From an optimization exercise on the open Yosys and OpenROAD flow, aimed at small area, a short achievable clock period and few clock cycles; shortcuts taken in it are not production practice.
At most, simulation tests tie the RTL to the original design; equivalence was not proved.
Power figures rest on the tool's default switching activity, not on a simulated workload.

Setup of run A:
==> module flush_cvt_s1, before the edit <==
module flush_cvt_s1 (
    input  wire [95:0] acc,
    input  wire [7:0]  level,
    input  wire [3:0]  fmt,
    output wire [63:0] win,        
    output wire        neg,
    output wire        zero,       
    output wire        sticky,     
    output wire        hix,        
    output wire [8:0]  zexp        
);
    wire [9:0]         oh;
    wire               is_int, known;
    wire [4:0]         pm1;
    wire signed [7:0]  emin;
    flush_cvt_fmt u_fmt (.fmt(fmt), .oh(oh), .is_int(is_int), .known(known), .pm1(pm1),
                         .emin(emin));
    assign neg = acc[95];
    wire [6:0] q;
    wire       nz;
    wire [95:0] dv = {acc[95:1] ^ acc[94:0], acc[0]};
    flush_cvt_penc #(.LG(7), .MSB(1)) u_lead (.v({32'd0, dv}), .pos(q), .any(nz));
    assign zero = ~nz;
    wire [8:0] t    = 9'd80 - {level[7], level};
    wire [8:0] c_sb = {emin[7], emin} - {4'd0, pm1};                   
    wire [8:0] c_zb = 9'd32 - {emin[7], emin};                         
    wire [8:0] s_ls = t + (is_int ? 9'd0 : c_sb);
    wire [7:0] s_lc = s_ls[8] ? 8'd0 : (s_ls[7:0] > 8'd160) ? 8'd160 : s_ls[7:0];
    wire [6:0] s_nrm;                                                  
    flush_cvt_add7 u_add (.a(q), .b(7'd31 - {2'd0, pm1}), .s(s_nrm));
    wire [8:0] u    = t - c_zb;                                        
    wire [8:0] zb   = {2'd0, q} - u;
    wire       normal = u[8] | (~u[7] & (q > u[6:0]));
    wire       sel_l = is_int | ~normal;
    wire [7:0] s    = {sel_l & s_lc[7], sel_l ? s_lc[6:0] : s_nrm};
    assign hix = t[8] | (~t[7] & (q > t[6:0]));
    wire [318:0] t0 = {{159{neg}}, acc, 64'd0};
    wire [190:0] t7 = s[7] ? t0[128 +: 191] : t0[0 +: 191];
    wire [126:0] t6 = s[6] ? t7[64 +: 127]  : t7[0 +: 127];
    wire [94:0]  t5 = s[5] ? t6[32 +: 95]   : t6[0 +: 95];
    wire [78:0]  t4 = s[4] ? t5[16 +: 79]   : t5[0 +: 79];
    wire [70:0]  t3 = s[3] ? t4[8 +: 71]    : t4[0 +: 71];
    wire [66:0]  t2 = s[2] ? t3[4 +: 67]    : t3[0 +: 67];
    wire [64:0]  t1 = s[1] ? t2[2 +: 65]    : t2[0 +: 65];
    assign win      = s[0] ? t1[1 +: 64]    : t1[0 +: 64];
    wire d7 = s[7] & (|acc[63:0]);
    wire d6 = s[6] & (|t7[63:0]);
    wire d5 = s[5] & (|t6[31:0]);
    wire d4 = s[4] & (|t5[15:0]);
    wire d3 = s[3] & (|t4[7:0]);
    wire d2 = s[2] & (|t3[3:0]);
    wire d1 = s[1] & (|t2[1:0]);
    wire d0 = s[0] & t1[0];
    assign sticky = d7 | d6 | d5 | d4 | d3 | d2 | d1 | d0;
    assign zexp = normal ? zb : 9'd0;
endmodule
==> flow/config.mk <==
export PLATFORM = sky130hd
export DESIGN_NAME = flush_cvt
export DESIGN_NICKNAME = flush_cvt
export VERILOG_FILES = /design/flow/design.v
export SDC_FILE = /design/flow/constraint.sdc
export NUM_CORES = 4
export LEC_CHECK = 0
export CAP_MARGIN = 20
export CORE_MARGIN = 2
export CORE_UTILIZATION = 60
export PLACE_DENSITY = 0.75
export SLEW_MARGIN = 20
==> flow/constraint.sdc <==
create_clock -name core_clock -period 34.0 [get_ports {clk}]
set_input_delay 6.8000 -clock core_clock [delete_from_list [all_inputs] [get_ports {clk}]]
set_output_delay 6.8000 -clock core_clock [all_outputs]
set_load 0.01 [all_outputs]
standard.sh (not shown) runs the stock make flow with config.mk's settings and CLKGATE_MAP_FILE= SYNTH_SCRIPT=/design/flow/synth_recipe.tcl, a recipe that flattens the netlist after the stock synthesis.
==> flow/flow/run.sh <==
#!/bin/bash
# Standard layout (standard.sh, the standard flow's own ORFS run) with these changes:
#  - synthesis maps with flow/area.abc (ABC's &nf mapper) instead of ORFS's
#    ABC script; the rest of synthesis is synth_recipe.tcl unchanged, so the
#    registers and their names are those of the standard synthesis;
#  - ports are buffered with buf_1 cells instead of clkdlybuf4s50_1;
#  - clock tree: larger sink clusters driven by clkbuf_8, no dummy loads;
#  - timing repair aims for setup slack above SETUP_SLACK_MARGIN.
# make's output goes to make.log here; ORFS keeps each step's log under
# orfs/logs/.
set -euo pipefail
HERE=$(pwd)
export MY_ABC_SCRIPT=$HERE/flow/area.abc
export FLOW_SYNTH_TCL=$HERE/synth_recipe.tcl
bash standard.sh finish SYNTH_SCRIPT=$HERE/flow/synth.tcl \
  SETUP_SLACK_MARGIN=26.2 \
  "BUFFER_PORTS_ARGS=-buffer_cell sky130_fd_sc_hd__buf_1" \
  "CTS_ARGS=-sink_clustering_enable -repair_clock_nets -dont_use_dummy_load -root_buf sky130_fd_sc_hd__clkbuf_16 -buf_list sky130_fd_sc_hd__clkbuf_8 -sink_clustering_size 16 -sink_clustering_max_diameter 60" \
  > make.log 2>&1
==> flow/flow/area.abc <==
strash
&get -n
&fraig -x
&put
scorr
dc2
strash
&get -n
&dch -f
&nf -R 1000
&put
==> flow/flow/synth.tcl <==
# synth_recipe.tcl, with the liberty mapping done by our ABC script.
proc abc {args} {
  set i [lsearch -exact $args -script]
  if {$i >= 0} { set args [lreplace $args $i [expr {$i + 1}]] }
  set j [lsearch -exact $args -D]
  if {$j >= 0} { set args [lreplace $args $j [expr {$j + 1}]] }
  yosys abc -script $::env(MY_ABC_SCRIPT) {*}$args
}
source $::env(FLOW_SYNTH_TCL)
#### Input delta (run B over run A)
--- a/flow/design.v
+++ b/flow/design.v
@@ -164,19 +164,19 @@
     wire [95:0] dv = {acc[95:1] ^ acc[94:0], acc[0]};
     flush_cvt_penc #(.LG(7), .MSB(1)) u_lead (.v({32'd0, dv}), .pos(q), .any(nz));
     assign zero = ~nz;
-    wire [8:0] t    = 9'd80 - {level[7], level};
-    wire [8:0] c_sb = {emin[7], emin} - {4'd0, pm1};                   
-    wire [8:0] c_zb = 9'd32 - {emin[7], emin};                         
-    wire [8:0] s_ls = t + (is_int ? 9'd0 : c_sb);
-    wire [7:0] s_lc = s_ls[8] ? 8'd0 : (s_ls[7:0] > 8'd160) ? 8'd160 : s_ls[7:0];
-    wire [6:0] s_nrm;                                                  
+    wire signed [9:0] t    = 10'sd80 - {{2{level[7]}}, level};              
+    wire signed [9:0] c_sb = {{2{emin[7]}}, emin} - {5'd0, pm1};           
+    wire signed [9:0] c_zb = 10'sd32 - {{2{emin[7]}}, emin};                
+    wire signed [9:0] s_ls = is_int ? t : (t + c_sb);
+    wire [7:0]        s_lc = s_ls[9] ? 8'd0 : (s_ls > 10'sd160) ? 8'd160 : s_ls[7:0];
+    wire [6:0]        s_nrm;                                                 
     flush_cvt_add7 u_add (.a(q), .b(7'd31 - {2'd0, pm1}), .s(s_nrm));
-    wire [8:0] u    = t - c_zb;                                        
-    wire [8:0] zb   = {2'd0, q} - u;
-    wire       normal = u[8] | (~u[7] & (q > u[6:0]));
-    wire       sel_l = is_int | ~normal;
-    wire [7:0] s    = {sel_l & s_lc[7], sel_l ? s_lc[6:0] : s_nrm};
-    assign hix = t[8] | (~t[7] & (q > t[6:0]));
+    wire signed [9:0] u    = t - c_zb;                                    
+    wire [9:0]        zb   = {3'd0, q} - u;
+    wire              normal = u[9] | ((u[9:7] == 3'd0) & (q > u[6:0]));
+    wire              sel_l = is_int | ~normal;
+    wire [7:0]        s    = {sel_l & s_lc[7], sel_l ? s_lc[6:0] : s_nrm};
+    assign hix = t[9] | ((t[9:7] == 3'd0) & (q > t[6:0]));
     wire [318:0] t0 = {{159{neg}}, acc, 64'd0};
     wire [190:0] t7 = s[7] ? t0[128 +: 191] : t0[0 +: 191];
     wire [126:0] t6 = s[6] ? t7[64 +: 127]  : t7[0 +: 127];
@@ -195,7 +195,7 @@
     wire d1 = s[1] & (|t2[1:0]);
     wire d0 = s[0] & t1[0];
     assign sticky = d7 | d6 | d5 | d4 | d3 | d2 | d1 | d0;
-    assign zexp = normal ? zb : 9'd0;
+    assign zexp = normal ? zb[8:0] : 9'd0;
 endmodule
 module flush_cvt_s2 (
     input  wire [63:0] win,
--- outcome ---
Final wirelength in run B vs run A: up 4.4%. Run B vs run A — final area climbed slightly. Switching power went down by more than 10% going from run A to run B. Between run A and run B, worst hold slack increased. Against run A, run B comes in 3.1 points lower on combinational cell fraction of total power. Comparing run A against run B, there is no change at all in maximum number of buffers from clock root to sink. Run B vs run A: combined area of the multi-input logic cells up slightly. [compare] base=run A new=run B: post-route total power went down; detailed-route vias per instance fell by about 1.4%; switching share of power fell 1.5 points. Run B vs run A, routed length on met2 went up by about 10%. Delta (run B minus run A): number of gates given a new drive strength after cts picked up an extra 16; half-perimeter wire length of the detailed placement result increased 2400 um; share of the cycle needed by the critical path after routing was more or less identical.
Testbench counts of run B, summed over its fixed seeds: cycles 16,024.
Function not checked in run A: the RTL went through the layout flow alone.

==> what the ideal ports hide <==
The results above use ideal ports. As a check the final layouts listed here were re-extracted and re-timed, cells and wires unchanged. Step 1 assumes that a clkbuf_16 drives the clock port and a buf_2 every other input. Step 2 also shifts input and output timing later by t, the mid clock arrival at the registers, as if the neighbouring blocks saw the same clock. Three values: no drivers, after step 1, after step 2; two values: the first two.
run | t, ns | slack for setup (ns) | hold slack, ns | worst setup path after step 2
run A | 0.558 | 26.212 / 26.160 / 26.270 | 0.293 / 0.293 / 0.293 | register to register
run B | 0.564 | 26.216 / 26.160 / 26.533 | 0.332 / 0.332 / 0.332 | register to register
After both steps every run listed still meets setup and hold.
